Background: an optimization exercise with open tools, aiming at small area, a short achievable clock period and few clock cycles. Do not read the settings as production practice. Only simulation tests tie the RTL to the original design; equivalence was not proved. No activity file was given, so power comes from the tool's default toggle rates.

==> job 5512 <==
==> flow/design.v <==
module firdec (
    input  wire        clk,
    input  wire        rst,           
    input  wire        coef_we,
    input  wire [4:0]  coef_addr,
    input  wire [23:0] coef_data,
    input  wire [5:0]  cfg_ntaps,     
    input  wire [4:0]  cfg_df,        
    input  wire        in_valid,
    input  wire [23:0] in_x,          
    output wire        in_ready,
    output reg         out_valid,
    output reg  [23:0] out_y,         
    output reg         out_sat
);
    localparam S_IDLE = 2'd0;
    localparam S_MAC  = 2'd1;
    localparam S_DONE = 2'd2;
    localparam S_WAIT = 2'd3;
    reg [1:0] state;
    reg [23:0] coef [0:31];
    reg [23:0] dl   [0:62];       
    reg [4:0]  phase;             
    reg [5:0]  tap;
    reg signed [55:0] acc;
    reg signed [23:0] ck_r, xk_r;
    reg signed [47:0] prod_r;
    reg               va, vb, fa, fb;
    reg [1:0]         wcnt;
    assign in_ready = (state == S_IDLE);
    wire accept = in_valid && in_ready;
    always @(posedge clk) begin
        if (rst && coef_we)
            coef[coef_addr] <= coef_data;
    end
    reg  [5:0] nt_r;
    always @(posedge clk)
        if (rst)
            nt_r <= cfg_ntaps;
    wire [5:0] last_tap = nt_r - 6'd1;
    wire [5:0] half     = {1'b0, last_tap[5:1]};
    wire [5:0] cidx     = (tap <= half) ? tap : (last_tap - tap);
    wire signed [23:0] ck = coef[cidx[4:0]];
    wire signed [23:0] xk = dl[tap];
    wire signed [47:0] prod = ck_r * xk_r;
    wire signed [55:0] acc_next = acc + prod_r;
    wire        neg     = acc[55];
    wire [55:0] mag     = neg ? (~acc + 56'd1) : acc;
    wire [55:0] mag_rnd = (mag + 56'd4194304) >> 23;
    wire        ovf_pos = !neg && (mag_rnd > 56'd8388607);
    wire        ovf_neg =  neg && (mag_rnd > 56'd8388608);
    wire [23:0] y_rnd   = neg ? (~mag_rnd[23:0] + 24'd1) : mag_rnd[23:0];
    always @(posedge clk) begin
        ck_r   <= ck;
        xk_r   <= xk;
        prod_r <= prod;
        va     <= (state == S_MAC) && !rst;
        vb     <= va && !rst;
        fa     <= (tap == 6'd0);
        fb     <= fa;
    end
    integer j;
    always @(posedge clk) begin
        if (vb && !rst)
            acc <= fb ? {{8{prod_r[47]}}, prod_r} : acc_next;
        if (rst) begin
            state     <= S_IDLE;
            phase     <= 5'd0;
            out_valid <= 1'b0;
            out_y     <= 24'd0;
            out_sat   <= 1'b0;
            for (j = 0; j < 63; j = j + 1)
                dl[j] <= 24'd0;
        end else begin
            out_valid <= 1'b0;
            case (state)
                S_IDLE: begin
                    if (accept) begin
                        dl[0] <= in_x;
                        for (j = 1; j < 63; j = j + 1)
                            dl[j] <= dl[j - 1];
                        if (phase + 5'd1 == cfg_df) begin
                            phase <= 5'd0;
                            tap   <= 6'd0;
                            state <= S_MAC;
                        end else begin
                            phase <= phase + 5'd1;
                        end
                    end
                end
                S_MAC: begin
                    tap <= tap + 6'd1;
                    wcnt <= 2'd0;
                    if (tap == last_tap)
                        state <= S_WAIT;
                end
                S_WAIT: begin
                    wcnt <= wcnt + 2'd1;
                    if (wcnt == 2'd2)
                        state <= S_DONE;
                end
                S_DONE: begin
                    out_valid <= 1'b1;
                    out_sat   <= ovf_pos || ovf_neg;
                    out_y     <= ovf_pos ? 24'h7fffff :
                                 ovf_neg ? 24'h800000 : y_rnd;
                    state     <= S_IDLE;
                end
                default: state <= S_IDLE;
            endcase
        end
    end
endmodule
==> flow/run.sh <==
#!/bin/bash
# synth_recipe.tcl (not shown) runs the flow's synth.tcl, then flattens the netlist and writes it again
# the make line also repeats each setting of config.mk as NAME=value (left out here)
make -C /OpenROAD-flow-scripts/flow DESIGN_CONFIG=/design/flow/config.mk WORK_HOME=/design/flow/orfs CLKGATE_MAP_FILE= SYNTH_SCRIPT=/design/flow/synth_recipe.tcl finish
==> flow/config.mk <==
export PLATFORM = sky130hd
export DESIGN_NAME = firdec
export DESIGN_NICKNAME = firdec
export VERILOG_FILES = /design/flow/design.v
export SDC_FILE = /design/flow/constraint.sdc
export NUM_CORES = 4
export LEC_CHECK = 0
export CAP_MARGIN = 20
export CORE_MARGIN = 2
export CORE_UTILIZATION = 40
export PLACE_DENSITY = 0.6
export SLEW_MARGIN = 20
==> flow/constraint.sdc <==
create_clock -name core_clock -period 16.0 [get_ports {clk}]
set_input_delay 3.2000 -clock core_clock [delete_from_list [all_inputs] [get_ports {clk}]]
set_output_delay 3.2000 -clock core_clock [all_outputs]
set_load 0.01 [all_outputs]
==> job 6477 (differences from job 5512) <==
--- a/flow/design.v
+++ b/flow/design.v
@@ -16,53 +16,33 @@
     localparam S_IDLE = 2'd0;
     localparam S_MAC  = 2'd1;
     localparam S_DONE = 2'd2;
-    localparam S_WAIT = 2'd3;
     reg [1:0] state;
     reg [23:0] coef [0:31];
     reg [23:0] dl   [0:62];       
     reg [4:0]  phase;             
     reg [5:0]  tap;
     reg signed [55:0] acc;
-    reg signed [23:0] ck_r, xk_r;
-    reg signed [47:0] prod_r;
-    reg               va, vb, fa, fb;
-    reg [1:0]         wcnt;
     assign in_ready = (state == S_IDLE);
     wire accept = in_valid && in_ready;
     always @(posedge clk) begin
         if (rst && coef_we)
             coef[coef_addr] <= coef_data;
     end
-    reg  [5:0] nt_r;
-    always @(posedge clk)
-        if (rst)
-            nt_r <= cfg_ntaps;
-    wire [5:0] last_tap = nt_r - 6'd1;
+    wire [5:0] last_tap = cfg_ntaps - 6'd1;
     wire [5:0] half     = {1'b0, last_tap[5:1]};
     wire [5:0] cidx     = (tap <= half) ? tap : (last_tap - tap);
     wire signed [23:0] ck = coef[cidx[4:0]];
     wire signed [23:0] xk = dl[tap];
-    wire signed [47:0] prod = ck_r * xk_r;
-    wire signed [55:0] acc_next = acc + prod_r;
+    wire signed [47:0] prod = ck * xk;
+    wire signed [55:0] acc_next = acc + prod;
     wire        neg     = acc[55];
     wire [55:0] mag     = neg ? (~acc + 56'd1) : acc;
     wire [55:0] mag_rnd = (mag + 56'd4194304) >> 23;
     wire        ovf_pos = !neg && (mag_rnd > 56'd8388607);
     wire        ovf_neg =  neg && (mag_rnd > 56'd8388608);
     wire [23:0] y_rnd   = neg ? (~mag_rnd[23:0] + 24'd1) : mag_rnd[23:0];
-    always @(posedge clk) begin
-        ck_r   <= ck;
-        xk_r   <= xk;
-        prod_r <= prod;
-        va     <= (state == S_MAC) && !rst;
-        vb     <= va && !rst;
-        fa     <= (tap == 6'd0);
-        fb     <= fa;
-    end
     integer j;
     always @(posedge clk) begin
-        if (vb && !rst)
-            acc <= fb ? {{8{prod_r[47]}}, prod_r} : acc_next;
         if (rst) begin
             state     <= S_IDLE;
             phase     <= 5'd0;
@@ -82,6 +62,7 @@
                         if (phase + 5'd1 == cfg_df) begin
                             phase <= 5'd0;
                             tap   <= 6'd0;
+                            acc   <= 56'sd0;
                             state <= S_MAC;
                         end else begin
                             phase <= phase + 5'd1;
@@ -89,14 +70,9 @@
                     end
                 end
                 S_MAC: begin
+                    acc <= acc_next;
                     tap <= tap + 6'd1;
-                    wcnt <= 2'd0;
                     if (tap == last_tap)
-                        state <= S_WAIT;
-                end
-                S_WAIT: begin
-                    wcnt <= wcnt + 2'd1;
-                    if (wcnt == 2'd2)
                         state <= S_DONE;
                 end
                 S_DONE: begin
==> job 8334 (differences from job 5512) <==
--- a/flow/design.v
+++ b/flow/design.v
@@ -33,11 +33,7 @@
         if (rst && coef_we)
             coef[coef_addr] <= coef_data;
     end
-    reg  [5:0] nt_r;
-    always @(posedge clk)
-        if (rst)
-            nt_r <= cfg_ntaps;
-    wire [5:0] last_tap = nt_r - 6'd1;
+    wire [5:0] last_tap = cfg_ntaps - 6'd1;
     wire [5:0] half     = {1'b0, last_tap[5:1]};
     wire [5:0] cidx     = (tap <= half) ? tap : (last_tap - tap);
     wire signed [23:0] ck = coef[cidx[4:0]];
==> comparison <==
Job 6477 finished with timing, DRC and antenna clean. Job 5512 passed the timing, DRC and antenna checks. Job 8334 went through all stages and came out clean.
Routed wire length, lowest first: job 5512, job 8334, job 6477.
Between job 6477 and job 5512, the lower register-to-register slack is in job 6477 (gap 4.9 ns).
Of job 6477 and job 5512, job 6477 has the higher critical path depth (gap 16).
The lowest clock skew belongs to job 5512, the highest to job 8334.
Synthesized area: job 6477 < job 8334 < job 5512.
Between job 6477 and job 8334, the lower global-route usage is in job 8334 (gap 1.9 points).
Worst hold slack: job 8334 < job 5512 < job 6477.
Die area is about the same in job 8334 and job 5512.
==> figures <==
metric	job 6477	job 8334	job 5512
Result of the run	no timing/DRC/antenna violations	no timing/DRC/antenna violations	no timing/DRC/antenna violations
Area used by sequential logic in the layout	55900 um2	57900 um2	58100 um2
Net switching power of the design	0.00560 W	0.0138 W	0.0157 W
Pin count of the biggest net entering global routing	238	221	212
Fraction of final layout cells with drive strength greater than 1	0.0711	0.0838	0.0807
Part of the power in the clock network	0.355	0.187	0.176
Cell Count, Final, Fillers Out	17300	16800	16800
Part of the total power dissipated in combinational logic	0.282	0.594	0.625
Design area	137000 um2	137000 um2	137000 um2
Data buffer area share	0.0272	0.0203	0.0196
Final GP Congestion	0.909	0.847	0.889
Core box area	305000 um2	306000 um2	306000 um2
Placed cell area	129000 um2	128000 um2	128000 um2
Arrival time at the worst endpoint	15.56 ns	9.35 ns	9.20 ns
Share of the clock period used by the worst path after layout	0.937	0.537	0.527
Layout Nets	14000	13400	13400
Vert. Die Dim	557 um	558 um	558 um
Testbench counts of job 5512, summed over its fixed seeds: cycles 115,208.
Testbench counts of job 6477, summed over its fixed seeds: cycles 110,408.
Testbench counts of job 8334, summed over its fixed seeds: cycles 115,208.

-- separate check: timing with driven ports --
The flow's constraints put no driver on any port. The routed layouts listed below were extracted and timed again, unchanged, in two steps. Step 1: set_driving_cell puts a clkbuf_16 on clk and a buf_2 on each other input, an assumption about the parent block. Step 2 times the ports against the registers' clock, not the clock port: input delays grow and output delays shrink by t, the midpoint of the rising clock arrivals with the driver on. Three values: ideal ports, drivers, drivers and shift; two values: the first two.
run	t, ns	setup WS [ns]	clock arrival spread, ns	worst register clock-pin slew, ns	worst data-port slew with drivers (ns)
job 5512	0.934	7.572 / 7.572 / 7.572	0.063 / 0.063	0.07 / 0.07	0.13
job 6477	0.941	1.005 / 1.071 / 0.130	0.097 / 0.098	0.07 / 0.07	0.22
job 8334	1.025	7.404 / 7.488 / 6.463	0.092 / 0.092	0.07 / 0.07	0.21
After both steps every run listed still meets setup and hold. The setup slack of job 8334, which loses most, moves by +0.084 ns with the drivers and by -0.941 ns with both steps.
